Source: an optimization exercise on an open RTL-to-GDS flow (aim: a short achievable clock period and few clock cycles per item). Production flows keep margins and buffers that such runs may drop.
In this exercise RTL edits were held to simulation tests only and were not proved equivalent to the original.

--- run.sh ---
#!/bin/bash
# synth_recipe.tcl (not shown) runs the flow's synth.tcl, then flattens the netlist and writes it again
# the make line also repeats each setting of config.mk as NAME=value (left out here)
make -C /OpenROAD-flow-scripts/flow DESIGN_CONFIG=/design/flow/config.mk WORK_HOME=/design/flow/orfs CLKGATE_MAP_FILE= SYNTH_SCRIPT=/design/flow/synth_recipe.tcl finish
--- config.mk ---
export PLATFORM = sky130hd
export DESIGN_NAME = cvu
export DESIGN_NICKNAME = cvu
export VERILOG_FILES = /design/flow/design.v
export SDC_FILE = /design/flow/constraint.sdc
export NUM_CORES = 4
export LEC_CHECK = 0
export CAP_MARGIN = 20
export CORE_MARGIN = 2
export CORE_UTILIZATION = 50
export SETUP_SLACK_MARGIN = 5
export SLEW_MARGIN = 20
--- constraint.sdc ---
create_clock -name core_clock -period 10.0 [get_ports {clk}]
set_input_delay 2.0000 -clock core_clock [delete_from_list [all_inputs] [get_ports {clk}]]
set_output_delay 2.0000 -clock core_clock [all_outputs]
set_load 0.01 [all_outputs]
--- design.v ---
module cvu (
    input  wire        clk,
    input  wire        rst,
    input  wire        go,
    input  wire        abort,
    input  wire [3:0]  cfg_preset,
    input  wire        cfg_custom,
    input  wire [6:0]  cfg_width,
    input  wire        cfg_refin,
    input  wire        cfg_refout,
    input  wire [63:0] cfg_poly,
    input  wire [63:0] cfg_init,
    input  wire [63:0] cfg_xorout,
    input  wire [35:0] cfg_len,
    input  wire        range_ok,
    input  wire        held,
    input  wire        mp_on,
    input  wire        in_valid,
    input  wire [63:0] in_data,
    input  wire        in_ecc_err,
    input  wire        in_closed,
    output wire        in_ready,
    output wire        busy,
    output wire        done,
    output wire        aborted,
    output wire [7:0]  status,
    output wire [31:0] scans,
    output wire [63:0] result
);
    localparam [7:0] ST_OK       = 8'h00;
    localparam [7:0] ST_MISMATCH = 8'h01;
    localparam [7:0] ST_UNCORR   = 8'h62;
    localparam [7:0] ST_CLOSED   = 8'h67;
    localparam [63:0] P0_POLY_AL = 64'h1EDC_6F41_0000_0000;
    localparam [63:0] P0_INIT_AL = 64'hFFFF_FFFF_0000_0000;
    localparam [63:0] P0_XOROUT  = 64'h0000_0000_FFFF_FFFF;
    function [63:0] rev64;
        input [63:0] v;
        integer i;
        begin
            for (i = 0; i < 64; i = i + 1)
                rev64[i] = v[63 - i];
        end
    endfunction
    function [63:0] bswap;
        input [63:0] v;
        integer i;
        begin
            for (i = 0; i < 8; i = i + 1)
                bswap[8*i +: 8] = v[8*(7-i) +: 8];
        end
    endfunction
    localparam [4095:0] M_P0 = 4096'he4be3c9200000000725f1e4900000000b641b884000000005b20dc42000000002d906e210000000099a600b0000000004cd30058000000002669802c000000001334c01600000000099a600b000000008ba307a500000000cabfb47200000000655fda3900000000bdc1dabc000000005ee0ed5e000000002f7076af0000000098d60cf700000000c30531db00000000eeecaf4d00000000f8186006000000007c0c300300000000b1682fa100000000d7da2070000000006bed10380000000035f6881c000000001afb440e000000000d7da2070000000089d0e6a300000000cb8644f100000000eaad15d80000000075568aec000000003aab4576000000001d55a2bb0000000081c4e6fd00000000cf8c44de0000000067c6226f00000000bc8d269700000000d128a4eb00000000e7fa65d500000000fc93054a000000007e4982a500000000b04af6f20000000058257b7900000000a37c8a1c0000000051be450e0000000028df2287000000009b01a6e300000000c2eee4d100000000ee1945c800000000770ca2e4000000003b865172000000001dc328b900000000818fa3fc0000000040c7d1fe000000002063e8ff000000009f5fc3df00000000c0c1d64f00000000ef0edc8700000000f8e959e300000000f31a9b5100000000f6e37a08000000007b71bd04000000003db8de82000000001edc6f4100000000;
    reg        busy_q, done_q, aborted_q;
    reg [7:0]  status_q;
    reg [31:0] scans_q;
    reg [63:0] result_q;
    reg        rdy_q;
    reg        c_custom, c_refin, c_refout;
    reg [6:0]  c_width;
    reg [63:0] c_poly, c_init, c_xorout;
    reg [35:0] left_q;           
    reg [3:0]  ph_q;             
    reg [3:0]  k_q;              
    reg [63:0] kmask_q;          
    reg [63:0] xp_q;             
    reg [5:0]  sh_q;             
    reg        len0_q, fixmode_q, aok_q, fix_q;
    reg [4095:0] m_q;            
    reg [4095:0] a_q;            
    reg [63:0] s_q;              
    reg [63:0] r_q;              
    reg        rv_q, rlast_q, rerr_q, rclosed_q;
    wire width_ok  = (cfg_width >= 7'd1) && (cfg_width <= 7'd64);
    wire fields_ok = (((cfg_poly | cfg_init | cfg_xorout) >> cfg_width) == 64'd0);
    wire cfg_ok    = cfg_custom ? (width_ok && fields_ok) : (cfg_preset == 4'd0);
    wire go_ok     = !held && range_ok && cfg_ok && mp_on;
    wire [63:0] t_loop = s_q ^ r_q;
    wire [63:0] t_fin  = s_q ^ (r_q & kmask_q);
    wire [63:0] loop_nx, fin_nx;
    genvar gb, gi;
    generate
        for (gb = 0; gb < 64; gb = gb + 1) begin : g_row
            wire [63:0] mrow, arow;
            for (gi = 0; gi < 64; gi = gi + 1) begin : g_col
                assign mrow[gi] = m_q[64*gi + gb];
                assign arow[gi] = a_q[64*gi + gb];
            end
            assign loop_nx[gb] = ^(mrow & t_loop);
            assign fin_nx[gb]  = (^(arow & t_fin)) ^ xp_q[gb];
        end
    endgenerate
    wire [63:0] p_al = ({c_poly, 64'd0} >> c_width);
    wire [63:0] i_al = ({c_init, 64'd0} >> c_width);
    wire [63:0] c0 = m_q[63:0];
    wire [63:0] c1, c2, c3;
    wire [255:0] c4_7;
    wire [511:0] c8_15;
    wire [1023:0] j16_out;
    wire [1023:0] j16_src = (ph_q == 4'd4) ? m_q[1023:0] :
                            (ph_q == 4'd5) ? m_q[2047:1024] : m_q[3071:2048];
    cvu_jmp #(.K(1)) u_c1 (.v(c0), .base(c0), .o(c1));
    cvu_jmp #(.K(2)) u_c2 (.v(c0), .base({c1, c0}), .o(c2));
    cvu_jmp #(.K(2)) u_c3 (.v(c1), .base({c1, c0}), .o(c3));
    generate
        for (gi = 0; gi < 4; gi = gi + 1) begin : g_j4
            cvu_jmp #(.K(4)) u (.v(gi == 0 ? c0 : gi == 1 ? c1 : gi == 2 ? c2 : c3),
                                .base({c3, c2, c1, c0}), .o(c4_7[64*gi +: 64]));
        end
        for (gi = 0; gi < 8; gi = gi + 1) begin : g_j8
            cvu_jmp #(.K(8)) u (.v(m_q[64*gi +: 64]), .base(m_q[511:0]), .o(c8_15[64*gi +: 64]));
        end
        for (gi = 0; gi < 16; gi = gi + 1) begin : g_j16
            cvu_jmp #(.K(16)) u (.v(j16_src[64*gi +: 64]), .base(m_q[1023:0]), .o(j16_out[64*gi +: 64]));
        end
    endgenerate
    wire [8:0] k_hot;
    wire [4095:0] a_src;
    generate
        for (gi = 0; gi < 9; gi = gi + 1) begin : g_khot
            assign k_hot[gi] = (k_q == gi);
        end
        for (gi = 0; gi < 64; gi = gi + 1) begin : g_acol
            wire [63:0] cand [0:8];
            wire [63:0] col;
            genvar kk;
            for (kk = 0; kk <= 8; kk = kk + 1) begin : g_k
                if (gi >= 64 - 8*kk) begin : g_c
                    assign cand[kk] = m_q[64*(gi - 64 + 8*kk) +: 64] & {64{k_hot[kk]}};
                end else begin : g_e
                    assign cand[kk] = (64'd1 << (gi + 8*kk)) & {64{k_hot[kk]}};
                end
            end
            assign col = cand[0] | cand[1] | cand[2] | cand[3] | cand[4] |
                         cand[5] | cand[6] | cand[7] | cand[8];
            assign a_src[64*gi +: 64] = c_refout ? rev64(col) : col;
        end
    endgenerate
    wire [3:0] k_now = (left_q == 36'd0) ? 4'd0 :
                       (left_q[2:0] == 3'd0) ? 4'd8 : {1'b0, left_q[2:0]};
    wire take     = in_valid && rdy_q;
    wire is_last  = (left_q <= 36'd8);
    wire word_err = in_ecc_err || in_closed;
    wire fin      = (rv_q && rlast_q && !rerr_q) || (len0_q && aok_q);
    wire err_end  = rv_q && rerr_q;
    wire done_end = (fin && !fixmode_q) || fix_q;
    wire own_end  = err_end || done_end;
    always @(posedge clk) begin
        r_q       <= c_refin ? rev64(in_data) : bswap(in_data);
        rerr_q    <= word_err;
        rclosed_q <= in_closed;
        if (rst) begin
            busy_q    <= 1'b0;
            done_q    <= 1'b0;
            aborted_q <= 1'b0;
            status_q  <= ST_OK;
            scans_q   <= 32'd0;
            rdy_q     <= 1'b0;
            rv_q      <= 1'b0;
            fix_q     <= 1'b0;
            len0_q    <= 1'b0;
            aok_q     <= 1'b0;
        end else if (!busy_q) begin
            c_custom <= cfg_custom;
            c_refin  <= cfg_custom ? cfg_refin  : 1'b1;
            c_refout <= cfg_custom ? cfg_refout : 1'b1;
            c_width  <= cfg_width;
            c_poly   <= cfg_poly;
            c_init   <= cfg_init;
            c_xorout <= cfg_xorout;
            left_q   <= cfg_len;
            ph_q     <= 4'd1;
            rdy_q    <= go && !cfg_custom && (cfg_len > 36'd8);
            rv_q     <= 1'b0;
            fix_q    <= 1'b0;
            len0_q   <= 1'b0;
            aok_q    <= 1'b0;
            if (go) begin
                if (go_ok) begin
                    busy_q    <= 1'b1;
                    done_q    <= 1'b0;
                    aborted_q <= 1'b0;
                    status_q  <= ST_OK;
                end else begin
                    status_q  <= ST_MISMATCH;
                end
            end
        end else begin
            if (ph_q != 4'd15)
                ph_q <= ph_q + 4'd1;
            if (ph_q == 4'd1) begin
                k_q       <= k_now;
                kmask_q   <= ~(64'hFFFF_FFFF_FFFF_FFFF >> (8 * k_now));
                len0_q    <= (left_q == 36'd0);
                fixmode_q <= c_custom && !c_refout;
                sh_q      <= c_custom ? (7'd64 - c_width) : 6'd32;
                xp_q      <= !c_custom ? P0_XOROUT : (c_refout ? c_xorout : 64'd0);
                if (c_custom) begin
                    m_q[63:0] <= p_al;
                    s_q       <= i_al;
                end else begin
                    m_q       <= M_P0;
                    s_q       <= P0_INIT_AL;
                end
            end
            if (c_custom) begin
                case (ph_q)
                    4'd2: m_q[511:64]    <= {c4_7, c3, c2, c1};
                    4'd3: m_q[1023:512]  <= c8_15;
                    4'd4: m_q[2047:1024] <= j16_out;
                    4'd5: m_q[3071:2048] <= j16_out;
                    4'd6: m_q[4095:3072] <= j16_out;
                    default: ;
                endcase
            end
            if (ph_q <= 4'd7)
                a_q <= a_src;
            if (ph_q == (c_custom ? 4'd7 : 4'd2))
                aok_q <= 1'b1;
            rv_q    <= take;
            rlast_q <= is_last;
            if (take)
                left_q <= left_q - 36'd8;
            if (rv_q && !rlast_q)
                s_q <= loop_nx;
            if ((c_custom && !len0_q && ((ph_q == 4'd5 && !is_last) || ph_q == 4'd6)) ||
                (!c_custom && ph_q == 4'd1 && left_q != 36'd0))
                rdy_q <= 1'b1;
            if (take && (is_last || word_err))
                rdy_q <= 1'b0;
            if (fin) begin
                result_q <= fin_nx;
                len0_q   <= 1'b0;
            end
            else if (fix_q)
                result_q <= (result_q >> sh_q) ^ c_xorout;
            fix_q <= fin && fixmode_q && !err_end;
            if (err_end) begin
                busy_q    <= 1'b0;
                status_q  <= rclosed_q ? ST_CLOSED : ST_UNCORR;
                scans_q   <= scans_q + 32'd1;
            end else if (done_end) begin
                busy_q    <= 1'b0;
                done_q    <= 1'b1;
                status_q  <= ST_OK;
                scans_q   <= scans_q + 32'd1;
            end else if (abort || !mp_on) begin
                busy_q    <= 1'b0;
                aborted_q <= 1'b1;
                status_q  <= ST_OK;
                scans_q   <= scans_q + 32'd1;
            end else if (go) begin
                status_q  <= ST_MISMATCH;
            end
            if (own_end || abort || !mp_on)
                rdy_q <= 1'b0;
        end
    end
    assign in_ready = rdy_q;
    assign busy     = busy_q;
    assign done     = done_q;
    assign aborted  = aborted_q;
    assign status   = status_q;
    assign scans    = scans_q;
    assign result   = result_q;
endmodule
module cvu_jmp #(parameter K = 1) (
    input  wire [63:0]     v,
    input  wire [64*K-1:0] base,
    output wire [63:0]     o
);
    genvar b, q;
    generate
        for (b = 0; b < 64; b = b + 1) begin : g_b
            wire [K-1:0] pv;
            for (q = 0; q < K; q = q + 1) begin : g_q
                assign pv[q] = v[64 - K + q] & base[64*q + b];
            end
            if (b >= K) begin : g_s
                assign o[b] = v[b - K] ^ (^pv);
            end else begin : g_n
                assign o[b] = ^pv;
            end
        end
    endgenerate
endmodule
==> run_results.csv <==
group,metric,value,unit
run_status,status,"aborted with a tool error",
run_status,lastStage,"global routing (5_1_grt)",
run_status,tool.error,"[ERROR GRT-0116] Global routing finished with congestion. Check the congestion regions in the DRC Viewer.",
global_route,track_usage,93.93,%
clock_tree,cts_hold_buf,0,
clock_tree,cts_num_sinks,8754,
floorplan,die_h,1341,um
yosys,synth_edf_count,8645,
yosys,synthSimpleGateAreaFrac,19.57,%
placed_design,placed_cell_area,0.9404,mm^2
yosys,synth_area,0.8939,mm^2
floorplan,io_pins,424,
placed_design,portBuffers,420,
yosys,synthCells,114200,
yosys,synth_compound_area_share,13.71,%
clock_tree,clock_path_buffers,6,
floorplan,initial_utilization,50.07,%
global_route,grt_overflow,14640,
placed_design,gp_congestion,1.252,
placed_design,dpl.hpwl,5608000,um
yosys,ys_warn_count,1,
clock_tree,cts_made_buffers,1193,
floorplan,die_x,1341,um
global_route,first_global_vias,1068000,
yosys,synth-adder-area-share,0.01820,%
yosys,synth_mux_area_share,1.989,%
global_route,grt_max_degree,196,
placed_design,place_ws,2.920,ns
clock_tree,root_buffer,"clkbuf_16",
yosys,synth_seq_cells,8754,
yosys,syn_avg_cell_area,7.828,um^2
yosys,ys_seq_area_share,29.28,%
placed_design,dp.cells,131700,
floorplan,num_rows,491,
yosys,synth_top_family_by_area,"XOR/XNOR gates",
yosys,synth-main-ff-cell,"edfxtp_1",
yosys,synthArstFlopShare,0,%
global_route,grt_first_pass_wirelength,11640000,um
yosys,synth_xor_area_share,29.76,%
clock_tree,h-tree-depth,7,
yosys,yosysUniqueCellTypes,85,
[cells in the mapped netlist, drive strengths merged (16+ instances only)]
| master | count | area share, % |
|---|---|---|
| a22o | 158 | 0.15 |
| a21oi | 2413 | 1.4 |
| o21ai | 5249 | 2.9 |
| edfxtp | 8645 | 29 |
| and2 | 32 | 0.022 |
| xnor2 | 21190 | 21 |
| nand2b | 93 | 0.065 |
| or2 | 19 | 0.013 |
| nor3 | 126 | 0.071 |
| xnor3 | 1017 | 2.6 |
| a222oi | 1512 | 1.7 |
| mux2i | 1109 | 1.2 |
| o211ai | 26 | 0.022 |
| a32oi | 18 | 0.018 |
| nor4 | 63 | 0.045 |
| nor2b | 85 | 0.059 |
| a221oi | 575 | 0.56 |
| o221ai | 24 | 0.024 |
| a21o | 42 | 0.035 |
| a31oi | 1185 | 1.2 |
| nand2 | 32350 | 14 |
| nand3 | 4118 | 2.3 |
| and3 | 102 | 0.071 |
| xor2 | 6521 | 6.4 |
| nand4 | 492 | 0.34 |
| o22a | 29 | 0.028 |
| nor4b | 25 | 0.024 |
| dfxtp | 109 | 0.24 |
| mux2 | 233 | 0.29 |
| a211oi | 28 | 0.024 |
| clkbuf | 8913 | 3.8 |
| a22oi | 6337 | 5.3 |
| inv | 57 | 0.024 |
| or3 | 18 | 0.013 |
| o21a | 226 | 0.19 |
| o22ai | 106 | 0.074 |
| a31o | 16 | 0.016 |
| mux4 | 180 | 0.45 |
| nor2 | 6966 | 2.9 |
| buf | 3681 | 1.9 |
[routing by layer]
metal	overflow	GRT usage [%]
met2	6060	97.89
met3	2230	90.65
met4	4143	91.76
met1	1947	94.56
met5	262	82.18
[power by group through the flow]
stage	Combinational, mW	Clock (mW)	Sequential [mW]
floorplan	13.9	0	41.1
global placement	38.7	0	41.1
detailed placement	38.9	0	41.1
CTS	40.6	43.5	40.4
[kinds of logic after synthesis]
group | Yosys count
AO/OA/AOI/OAI | 18010
buffers and inverters | 12660
multiplexers | 1522
XOR/XNOR | 28730
other | 1
flip-flops | 8754
adder cells (fa/ha/maj) | 13
AND/OR/NAND/NOR | 44520
[what timing repair did]
| item | CTS |
|---|---|
| setup endpoints to repair | 3420 |
| setup buffers | 868 |
| gates resized for setup | 2268 |
| pin swaps | 258 |
| gates cloned | 107 |
[metrics by stage]
stage               util [%]  hold WS, ns
CTS                    56.24       0.4714
detailed placement     52.68       0.4533
global placement       52.53       0.4469
floorplan                  -       0.4374
[how the worst min path moves through the flow]
stage / endpoint / slack (ns) / from / cells after the start
CTS: status_q[2] / 0.47 / status_q[2] / 2
global placement: status_q[2] / 0.45 / status_q[2] / 2
floorplan: aok_q / 0.44 / aok_q / 2
detailed placement: status_q[2] / 0.45 / status_q[2] / 2
Testbench counts, summed over its fixed seeds: cycles 25,127, bytes 188,376.
